What follows belongs to an exercise in optimizing a design on an open flow for small area, a short achievable clock period and few clock cycles per item; a production flow would make more cautious choices. RTL that was checked went through simulation tests only; none was proved equivalent to the original. Power figures rest on the tool's default switching activity, not on a simulated workload.

==> flow/design.v (excerpt) <==
module pack_enc (
    input  wire        clk,
    input  wire        rst,
    input  wire        in_valid,
    output wire        in_ready,
    input  wire [15:0] in_pix,      
    input  wire [15:0] in_up,       
    input  wire        in_first,    
    input  wire        in_last,     
    input  wire        in_noprev,   
    input  wire        in_eos,      
    output wire        out_valid,
    input  wire        out_ready,
    output wire [31:0] out_data,
    output wire        out_last
);
    localparam N  = 67;            
    localparam DQ = 4;             
    integer i;
    reg rst_r;
    always @(posedge clk)
        rst_r <= rst;
    reg        rdy_r;               
    reg        full_r;              
    reg [15:0] p0_D;                
    reg        p0_cga, p0_cla;      
    reg        p0v;
    reg [15:0] p0_A, p0_B, p0_Ap, p0_Bp;
    reg        p0_f, p0_n;          
    reg        p0_l, p0_e;          
    reg [5:0]  acnt;                
    wire        take = in_valid & ~full_r;
    wire [16:0] dAB  = {1'b0, p0_A} - {1'b0, p0_B};   
    wire        p0_be = p0_l | (acnt == 6'd63);      
    wire        p0_se = p0_l & p0_e;                 
    wire        gt_ab = p0_Ap > p0_B;
    wire        hi    = p0_cga & (p0_Bp >= p0_B);    
    wire        lo    = p0_cla & (p0_Bp <= p0_B);    
    wire        med_a = hi ? ~gt_ab : (lo &  gt_ab);
    wire        med_b = hi ?  gt_ab : (lo & ~gt_ab);
    wire        sel_0 = p0_n & p0_f;                     
    wire        sel_a = p0_n ? ~p0_f : (~p0_f & med_a);  
    wire        sel_b = ~p0_n & (p0_f | med_b);          
    wire [15:0] r_a = p0_A - p0_Ap;
    wire [15:0] r_b = p0_A - p0_B;
    wire [15:0] nb  = ~p0_B;
    wire [15:0] nd  = ~p0_D;
    wire [15:0] cs1 = p0_A ^ nb ^ nd;
    wire [15:0] cc1 = {(p0_A[14:0] & nb[14:0]) | (p0_A[14:0] & nd[14:0]) | (nb[14:0] & nd[14:0]), 1'b0};
    wire [15:0] r_g = cs1 + cc1 + 16'd2;
    wire [15:0] r   = sel_0 ? p0_A : (sel_a ? r_a : (sel_b ? r_b : r_g));
    reg        p1v;
    reg [15:0] p1_r;
    reg        p1_be, p1_se;
    wire [15:0] e   = p1_r[15] ? ~{p1_r[14:0], 1'b0} : {p1_r[14:0], 1'b0};
    reg        qv;
    reg [15:0] q_e;
    reg        q_be, q_se;
  ...
Size in the first run: ~6100 cells after synthesis, ~75 I/O pins, about 69000 sq um of cells after synthesis.
clock: 16.0 ns
lec_check: 0
cap_margin: 20
core_margin: 2
core_utilization: 40
slew_margin: 20
standard.sh (not shown) runs the stock make flow with config.mk's settings and CLKGATE_MAP_FILE= SYNTH_SCRIPT=/design/flow/synth_recipe.tcl, a recipe that flattens the netlist after the stock synthesis.
==> flow/flow/run.sh <==
#!/bin/bash
# The standard layout, with faster port buffers, larger clock sink clusters and no dummy clock loads.
set -euo pipefail
export BUFFER_PORTS_ARGS="-buffer_cell sky130_fd_sc_hd__buf_4"
export CTS_ARGS="-sink_clustering_enable -repair_clock_nets -dont_use_dummy_load -sink_clustering_size 28 -sink_clustering_max_diameter 80"
bash standard.sh > standard.log 2>&1
Rerun with:
--- a/flow/design.v
+++ b/flow/design.v
@@ -88,25 +88,23 @@
     wire wr      = have & ring_ok & (~w_be | room_r);
     wire push    = wr & w_be;
     wire pop     = rd & rlast;
     wire p1_mv = p1v & (~qv | wr);
     wire q_ld  = p1v & (qv ? wr : ~wr);
     wire qv_n  = qv ? (~wr | p1v) : (p1v & ~wr);
     wire p0_mv = p0v & (~p1v | p1_mv);
     wire p1v_n = p0_mv | (p1v & ~p1_mv);
     wire p0v_n = take | (p0v & ~p0_mv);
     wire [6:0] nlive_rd = nlive - {6'd0, rd};
     wire [6:0] nlive_n  = nlive_rd + {6'd0, wr};
-    wire [2:0] dcnt_p   = dcnt + 3'd1;
-    wire [2:0] dcnt_m   = dcnt - 3'd1;
-    wire [2:0] dcnt_n   = (push == pop) ? dcnt : (push ? dcnt_p : dcnt_m);
+    wire [2:0] dcnt_n   = dcnt + {2'd0, push} - {2'd0, pop};
     wire       nl0  = (nlive == 7'd0);
     wire       nl1  = (nlive == 7'd1);
     wire       nlN1 = (nlive == N - 1);
     wire       z_n  = ~wr & (rd ? nl1 : nl0);
     wire       f_n  = wr ? (rd ? f_r : nlN1) : (~rd & f_r);
     wire       hp_last = (rd ? ~nl1 : ~nl0) & (rd | (hp == N - 2));
     wire       d0   = (dcnt == 3'd0);
     wire       d1   = (dcnt == 3'd1);
     wire       dN   = (dcnt == DQ);
     wire       dN1  = (dcnt == DQ - 1);
     wire       dnz_n  = push | (pop ? ~(d0 | d1) : ~d0);
@@ -289,23 +287,22 @@
     wire [5:0]  clen1 = e1_esc ? 6'd40 : ({1'b0, e1_q} + 6'd1 + {2'b00, e1_k});
     wire [43:0] item  = e1_f ? {code, e1_k} : {4'd0, code};
     wire [5:0]  ilen  = clen1 + (e1_f ? 6'd4 : 6'd0);
     reg [75:0] acc;
     reg [6:0]  nacc;
     reg [2:0]  lf;                  
     reg [31:0] w0, w1;
     reg        w0v, w1v, w0l, w1l;
     reg         xfer;               
     reg  [6:0]  p;                  
     reg         app;                
-    reg         napp;               
     wire [75:0] accx = xfer ? {32'd0, acc[75:32]} : acc;
     wire [2:0]  lfx  = xfer ? {1'b0, lf[2:1]} : lf;
     wire [7:0]  pend = {1'b0, p} + {2'b00, e2_len};
     wire [75:0] ins  = {32'd0, e2_item} << p[5:0];
     wire [6:0]  pend1 = pend[6:0] - 7'd1;
     wire [6:0]  rup  = {pend1[6:5] + 2'd1, 5'd0};
     assign e1_rdy = ~e1v | ~e2v | app;
     wire   e2_rdy = ~e2v | app;
     wire   e1_mv  = e1v & e2_rdy;
     wire pop_w = w0v & out_ready;
     wire w0_free = ~w0v | pop_w;
@@ -348,35 +345,33 @@
             w1l <= lf[0];
         end
         if (rst_r) begin
             e1v  <= 1'b0;
             e2v  <= 1'b0;
             acc  <= 76'd0;
             nacc <= 7'd0;
             lf   <= 3'd0;
             xfer <= 1'b0;
             p    <= 7'd0;
             app  <= 1'b0;
-            napp <= 1'b1;
             w0v  <= 1'b0;
             w1v  <= 1'b0;
         end else begin
             e1v <= rd | (e1v & ~e2_rdy);
             e2v <= e1_mv | (e2v & ~app);
-            acc <= accx | (napp ? 76'd0 : ins);
+            acc <= accx | (app ? ins : 76'd0);
             nacc <= nacc_n;
             lf   <= (app & e2_l) ? (lfx | (3'd1 << pend1[6:5])) : lfx;
             xfer <= xfer_n;
             p    <= xfer_n ? nacc_m : nacc_n;
             app  <= app_n;
-            napp <= ~app_n;
             if (w0_free) begin
                 w0v <= w1v | xfer;
                 w1v <= 1'b0;
             end else if (xfer) begin
                 w1v <= 1'b1;
             end
         end
         if (rst)
             w0v <= 1'b0;
     end
     assign in_ready  = rdy_r;
=>
- global-route usage is higher by 0.37 points
- clock power hardly moves
- sequential share of layout area climbs by 0.27 points
- utilization decreases by 0.15 points
- setup slack improved by 0.36 ns
- routed wire length went up by 2.4%
- die area drops by 0.52%
- power barely changes
- count of clock-buffer cells in the layout goes up by 2
- via count is about the same
- area after synthesis falls by 0.53%
- final area decreases by 0.58%
- sequential cell count shrinks by 1
Testbench counts after the change, summed over its fixed seeds: cycles 77,553, items 76,898.
Only the layout flow was run in the first run of this note; the RTL was not checked for function there.

---

Another version of the RTL of pack_enc (not shown whole).
Size in the first run: about 6200 cells after synthesis, roughly 1800 flip-flops, ~75 I/O pins, ~69000 um2 of cells after synthesis.
// pack_enc
module pack_enc (
    input  wire        clk,
    input  wire        rst,
    input  wire        in_valid,
    output wire        in_ready,
    input  wire [15:0] in_pix,      
    input  wire [15:0] in_up,       
    input  wire        in_first,    
    input  wire        in_last,     
    input  wire        in_noprev,   
    input  wire        in_eos,      
    output wire        out_valid,
    input  wire        out_ready,
    output wire [31:0] out_data,
    output wire        out_last
);
Settings: LEC_CHECK=0, CAP_MARGIN=20, CORE_MARGIN=2, CORE_UTILIZATION=40, SLEW_MARGIN=20; clock period 16.0 ns.
run.sh (not shown) runs the stock make flow with config.mk's settings and CLKGATE_MAP_FILE= SYNTH_SCRIPT=/design/flow/synth_recipe.tcl, a recipe that flattens the netlist after the stock synthesis.
Stock flow here: none of the scripts above is used.
Edit:
--- a/flow/design.v
+++ b/flow/design.v
@@ -14,24 +14,25 @@
     output wire [31:0] out_data,
     output wire        out_last
 );
     localparam N  = 67;            
     localparam DQ = 4;             
     integer i;
     reg        rdy_r;
     reg        p0v;
     reg [15:0] p0_A, p0_B, p0_Ap, p0_Bp;
     reg        p0_f, p0_n;          
-    reg        p0_be, p0_se;        
+    reg        p0_l, p0_e;          
     reg [5:0]  acnt;                
     wire        take = in_valid & rdy_r;
-    wire        be_in = in_last | (acnt == 6'd63);
+    wire        p0_be = p0_l | (acnt == 6'd63);      
+    wire        p0_se = p0_l & p0_e;                 
     wire        gt_ab = p0_Ap > p0_B;
     wire [16:0] dca   = {1'b0, p0_Bp} - {1'b0, p0_Ap};   
     wire [16:0] dcb   = {1'b0, p0_Bp} - {1'b0, p0_B};    
     wire        hi    = ~dca[16] & ~dcb[16];            
     wire        lo    = (dca[16] | (dca[15:0] == 16'd0)) &
                         (dcb[16] | (dcb[15:0] == 16'd0));   
     wire        med_a = hi ? ~gt_ab : (lo &  gt_ab);
     wire        med_b = hi ?  gt_ab : (lo & ~gt_ab);
     wire        sel_0 = p0_n & p0_f;                     
     wire        sel_a = p0_n ? ~p0_f : (~p0_f & med_a);  
@@ -101,22 +102,22 @@
             p1_be <= p0_be;
             p1_se <= p0_se;
         end
         if (take) begin
             p0_A  <= in_pix;
             p0_B  <= in_up;
             p0_Ap <= p0_A;
             p0_Bp <= p0_B;
             p0_f  <= in_first;
             p0_n  <= in_noprev;
-            p0_be <= be_in;
-            p0_se <= in_last & in_eos;
+            p0_l  <= in_last;
+            p0_e  <= in_eos;
         end
         np <= wr ? 7'd0 : ((np == N - 1) ? 7'd0 : np + 7'd1);
         a_r <= wr | (np == N - 1);
         if (nlive_rd == 7'd0)
             hp <= 7'd0;
         else if (!rd)
             hp <= (hp == N - 1) ? 7'd0 : hp + 7'd1;
         if (push) begin
             d_len[dwp] <= wcnt;
             d_se[dwp]  <= w_se;
@@ -141,22 +142,22 @@
             drp   <= 2'd0;
         end else begin
             rdy_r <= ~(p0v_n & p1v_n & qv_n);
             p0v   <= p0v_n;
             p1v   <= p1v_n;
             z_r   <= (nlive_n == 7'd0);
             f_r   <= (nlive_n == N);
             rdp_r <= (nlive_n != 7'd0) & hp_last & (dcnt_n != 3'd0);
             room_r <= (dcnt_n != DQ);
             qv    <= qv_n;
-            if (take)
-                acnt <= be_in ? 6'd0 : acnt + 6'd1;
+            if (p0_mv)
+                acnt <= p0_be ? 6'd0 : acnt + 6'd1;
             nlive <= nlive_n;
             if (wr)
                 wcnt <= w_be ? 6'd0 : wcnt + 6'd1;
             if (rd)
                 rcnt <= rlast ? 6'd0 : rcnt + 6'd1;
             dcnt <= dcnt_n;
             if (push)
                 dwp <= dwp + 2'd1;
             if (pop)
                 drp <= drp + 2'd1;
@@ -204,27 +205,30 @@
             end else begin : g_n
                 always @(posedge clk) begin
                     sums[12 * g +: 11] <= (sclr ? 11'd0 : sums[12 * g +: 11]) +
                                           (s_v ? {5'd0, clen(r0, g)} : 11'd0);
                     sums[12 * g + 11]  <= 1'b0;
                 end
             end
         end
     endgenerate
     wire [11:0] a0 = as_[11:0], a1 = as_[23:12], a2 = as_[35:24], a3 = as_[47:36];
-    wire        b0 = a1 < a0;
-    wire        b1 = a3 < a2;
-    wire [11:0] bs0 = b0 ? a1 : a0;
-    wire [11:0] bs1 = b1 ? a3 : a2;
-    wire [3:0]  bk0 = b0 ? {2'd1, ai_[3:2]} : {2'd0, ai_[1:0]};
-    wire [3:0]  bk1 = b1 ? {2'd3, ai_[7:6]} : {2'd2, ai_[5:4]};
-    wire [3:0]  kbest = (bs1 < bs0) ? bk1 : bk0;
+    wire        b01 = a1 < a0;
+    wire        b23 = a3 < a2;
+    wire        b02 = a2 < a0;
+    wire        b03 = a3 < a0;
+    wire        b12 = a2 < a1;
+    wire        b13 = a3 < a1;
+    wire        bhi = b01 ? (b23 ? b13 : b12) : (b23 ? b03 : b02);
+    wire [1:0]  bw  = {bhi, bhi ? b23 : b01};
+    wire [3:0]  kbest = {bw, (bw == 2'd0) ? ai_[1:0] : (bw == 2'd1) ? ai_[3:2] :
+                             (bw == 2'd2) ? ai_[5:4] : ai_[7:6]};
     always @(posedge clk) begin
         as_  <= l2s;
         ai_  <= l2i;
         s_be <= w_be;
         if (am1)
             d_k[kwp] <= kbest;
         if (rst) begin
             s_v  <= 1'b0;
             sclr <= 1'b1;
             am0  <= 1'b0;
Via count climbs by about 1%; total power drops by about 0.8%; register-to-register slack stays flat; wire length drops by about 0.7%; count of clock-buffer cells in the layout drops by 17; clock skew drops by 5.5 ps; sequential cell count stays the same.
Function was not checked in any run of this note: the RTL went through the layout flow alone.

[separate check: timing with driven ports]
No port has a modelled driver above. Below, the same layouts with a new extraction and two added sets of constraints.
Step 1 sets driving cells, clkbuf_16 on the clock port and buf_2 on the other inputs (assumed; they add their load-dependent delay and slew).
Step 2, shift: input delay + t, output delay - t, t = (earliest + latest rising clock arrival at the registers) / 2. This alone moves slack from input paths to output paths.
Slacks: ideal ports / drivers / drivers and shift; pairs: ideal ports / drivers.
run | shift t [ns] | setup WS [ns] | worst slew at a driven data input, ns
the first run of note 1 | 0.774 | 11.161 / 11.216 / 10.441 | 0.04
the second run of note 1 | 0.770 | 11.517 / 11.438 / 10.937 | 0.08
the first run of note 2 | 0.873 | 10.918 / 10.921 / 10.107 | 0.06
the second run of note 2 | 0.862 | 11.062 / 10.987 / 10.628 | 0.05
After both steps every run listed still meets setup and hold. The setup slack of the first run of note 2, which loses most, moves by +0.003 ns with the drivers and by -0.811 ns with both steps.
